This is an optimization exercise on Yosys and OpenROAD, whose aim is small area, a short achievable clock period and few clock cycles, not a production implementation. Only simulation tests tie the RTL to the original design; equivalence was not proved.

red:
==> flow/design.v (excerpt) <==
module q9_dotacc (
    input  wire         clk,
    input  wire         rst,
    input  wire         in_valid,
    output wire         in_ready,
    input  wire         in_first,
    input  wire         in_last,
    input  wire         in_fmt,
    input  wire [127:0] in_w,
    input  wire [127:0] in_a,
    input  wire [15:0]  in_sw,
    input  wire [15:0]  in_sa,
    output reg          out_valid,
    output wire [31:0]  out_acc,
    output wire         out_nsc,
    output wire         out_of
);
For scale: ~6200 cells after synthesis, about 400 flip-flops, about 330 I/O pins, ~43000 um^2 of cells after synthesis.
Settings: LEC_CHECK=0, ABC_AREA=1, CAP_MARGIN=20, CORE_MARGIN=2, CORE_UTILIZATION=60, CTS_CLUSTER_DIAMETER=300, CTS_CLUSTER_SIZE=22, SLEW_MARGIN=20; clock period 90.0 ns.
standard.sh (not shown) runs the stock make flow with config.mk's settings and CLKGATE_MAP_FILE= SYNTH_SCRIPT=/design/flow/synth_recipe.tcl, a recipe that flattens the netlist after the stock synthesis.
==> flow/flow/run.sh <==
#!/bin/bash
# The standard layout (the standard.sh, standard synthesis included), with
# two changes to how it is built:
#  - every input and output port is buffered by sky130_fd_sc_hd__buf_1 instead
#    of the buffer cell buffer_ports picks by default (clkdlybuf4s50_1);
#  - clock tree synthesis runs with the flow's usual arguments plus
#    -dont_use_dummy_load (no dummy load cells), with sinks clustered 22 at a
#    time within 300 um.
# Each tool's output goes to the ORFS logs under orfs/logs; this script's own
# output goes to flow_run.log in the folder it runs in.
set -euo pipefail
bash standard.sh \
  "BUFFER_PORTS_ARGS=-buffer_cell sky130_fd_sc_hd__buf_1" \
  "CTS_ARGS=-sink_clustering_enable -repair_clock_nets -sink_clustering_size 22 -sink_clustering_max_diameter 300 -dont_use_dummy_load" \
  finish > flow_run.log 2>&1
Testbench counts of red, summed over its fixed seeds: cycles 46,863.
--- input diff red..blue ---
diff --git a/flow/config.mk b/flow/config.mk
--- a/flow/config.mk
+++ b/flow/config.mk
@@ -11 +11 @@
-export CORE_UTILIZATION = 60
+export CORE_UTILIZATION = 40
## What came out
blue against red: worst setup slack lost 0.15 ns; global-route wire length before repair picked up an extra 3.9%. On clock period minus worst slack: blue sits above red.

## north
Another version of the RTL of q9_dotacc (not shown whole).
For scale: roughly 5,500 cells after synthesis, about 400 flip-flops, about 40,000 um^2 of cells after synthesis.
==> flow/config.mk <==
export PLATFORM = sky130hd
export DESIGN_NAME = q9_dotacc
export DESIGN_NICKNAME = q9_dotacc
export VERILOG_FILES = /design/flow/design.v
export SDC_FILE = /design/flow/constraint.sdc
export NUM_CORES = 4
export LEC_CHECK = 0
export ABC_AREA = 1
export CAP_MARGIN = 20
export CORE_MARGIN = 2
export CORE_UTILIZATION = 70
export CTS_CLUSTER_DIAMETER = 300
export CTS_CLUSTER_SIZE = 22
export SLEW_MARGIN = 20
==> flow/constraint.sdc <==
create_clock -name core_clock -period 90.0 [get_ports {clk}]
set_input_delay 18.0000 -clock core_clock [delete_from_list [all_inputs] [get_ports {clk}]]
set_output_delay 18.0000 -clock core_clock [all_outputs]
set_load 0.01 [all_outputs]
==> flow/flow/run.sh <==
#!/bin/bash
# The standard layout (the standard.sh) with three changes to how it is
# built:
#  - synthesis is the standard synthesis script with the final ABC
#    mapping of combinational logic done by flow/q9_abc.script (an
#    area-oriented script) -- see flow/q9_synth.tcl;
#  - every input and output port is buffered by sky130_fd_sc_hd__buf_1 instead
#    of the cell buffer_ports picks by default (clkdlybuf4s50_1);
#  - clock tree synthesis runs with the flow's usual arguments plus
#    -dont_use_dummy_load, with sinks clustered 22 at a time within 300 um.
# Each tool's output goes to the ORFS logs under orfs/logs; this script's own
# output goes to flow_run.log in the folder it runs in.
set -euo pipefail
export Q9_WORK="$PWD"
export Q9_ABC_SCRIPT="$PWD/flow/q9_abc.script"
bash standard.sh \
  "SYNTH_SCRIPT=$PWD/flow/q9_synth.tcl" \
  "BUFFER_PORTS_ARGS=-buffer_cell sky130_fd_sc_hd__buf_1" \
  "CTS_ARGS=-sink_clustering_enable -repair_clock_nets -sink_clustering_size 22 -sink_clustering_max_diameter 300 -dont_use_dummy_load" \
  finish > flow_run.log 2>&1
==> flow/flow/q9_abc.script <==
strash
dch
amap
strash
dch
amap
topo
stime -c
buffer -c
upsize -c
dnsize -c
==> flow/flow/q9_synth.tcl <==
# The standard synthesis (its synth_recipe.tcl, sourced unchanged), with
# one change: the final ABC technology mapping of the combinational logic uses
# flow/q9_abc.script, an area-oriented script, instead of ORFS's
# abc_area.script. Registers are mapped before that step and are not passed
# to ABC, so they are the standard synthesis's.
proc abc {args} {
    set i [lsearch -exact $args -script]
    if {$i >= 0} {
        set args [lreplace $args [expr {$i + 1}] [expr {$i + 1}] $::env(Q9_ABC_SCRIPT)]
    }
    puts "q9_synth: abc with $::env(Q9_ABC_SCRIPT)"
    yosys abc {*}$args
}
source $::env(Q9_WORK)/synth_recipe.tcl
Testbench counts of north, summed over its fixed seeds: cycles 46,863.
For south, these inputs were changed with respect to north:
==> flow/flow/q9_abc.script <==
strash
dc2
dch -f
map -a
topo
stime -c
buffer -c
upsize -c
dnsize -c
### Flow results
The maximum clock skew at final layout was comparable across north and south.
south vs. north: synthesis-to-finish area growth dropped 0.33 points.
> inputs changed (south -> east)
-- flow/flow/q9_abc.script --
<<< south, line 2
dc2
dch -f
map -a
>>> east, line 2
dch
amap
Findings:
For south and east, there was not a single run that failed to finish clean. The die width in east was lower than what south gave. In east, the core utilization came out 0.36 points above the value in south. Design area in east is about 1.6% below south. Going from south to east, routed via count divided by cell count grew by a few percent.

-- separate check: timing with driven ports --
How much do the figures lean on ideal ports? The routed layouts below were timed once more, with nothing changed but the port constraints.
Step 1 (the two cells are an assumption about what drives the block):
set clk [get_ports {clk}]
set_driving_cell -lib_cell sky130_fd_sc_hd__clkbuf_16 $clk
set_driving_cell -lib_cell sky130_fd_sc_hd__buf_2 [delete_from_list [all_inputs] $clk]
Step 2 adds t to the input delays and takes it off the output delays; t is the mean of the earliest and latest rising clock arrival at the registers after step 1. Input paths then give back, and output paths get back, about the clock's delay inside the block.
a / b / c = no drivers / after step 1 / after step 2; a / b = the first two.
run	shift t [ns]	setup WS [ns]	worst hold slack (ns)	worst setup path at the end	latest minus earliest clock arrival (ns)
red	0.638	70.873 / 70.805 / 71.443	0.332 / 0.332 / 0.332	register to output	0.042 / 0.042
blue	0.647	70.719 / 70.653 / 71.300	0.326 / 0.326 / 0.326	register to output	0.036 / 0.036
north	0.631	70.910 / 70.843 / 71.424	0.329 / 0.329 / 0.329	input to register	0.023 / 0.023
south	0.633	70.865 / 70.802 / 71.435	0.331 / 0.331 / 0.331	register to output	0.025 / 0.025
east	0.636	70.859 / 70.794 / 71.430	0.330 / 0.330 / 0.330	register to output	0.082 / 0.082
After both steps setup and hold are still met in every run listed.
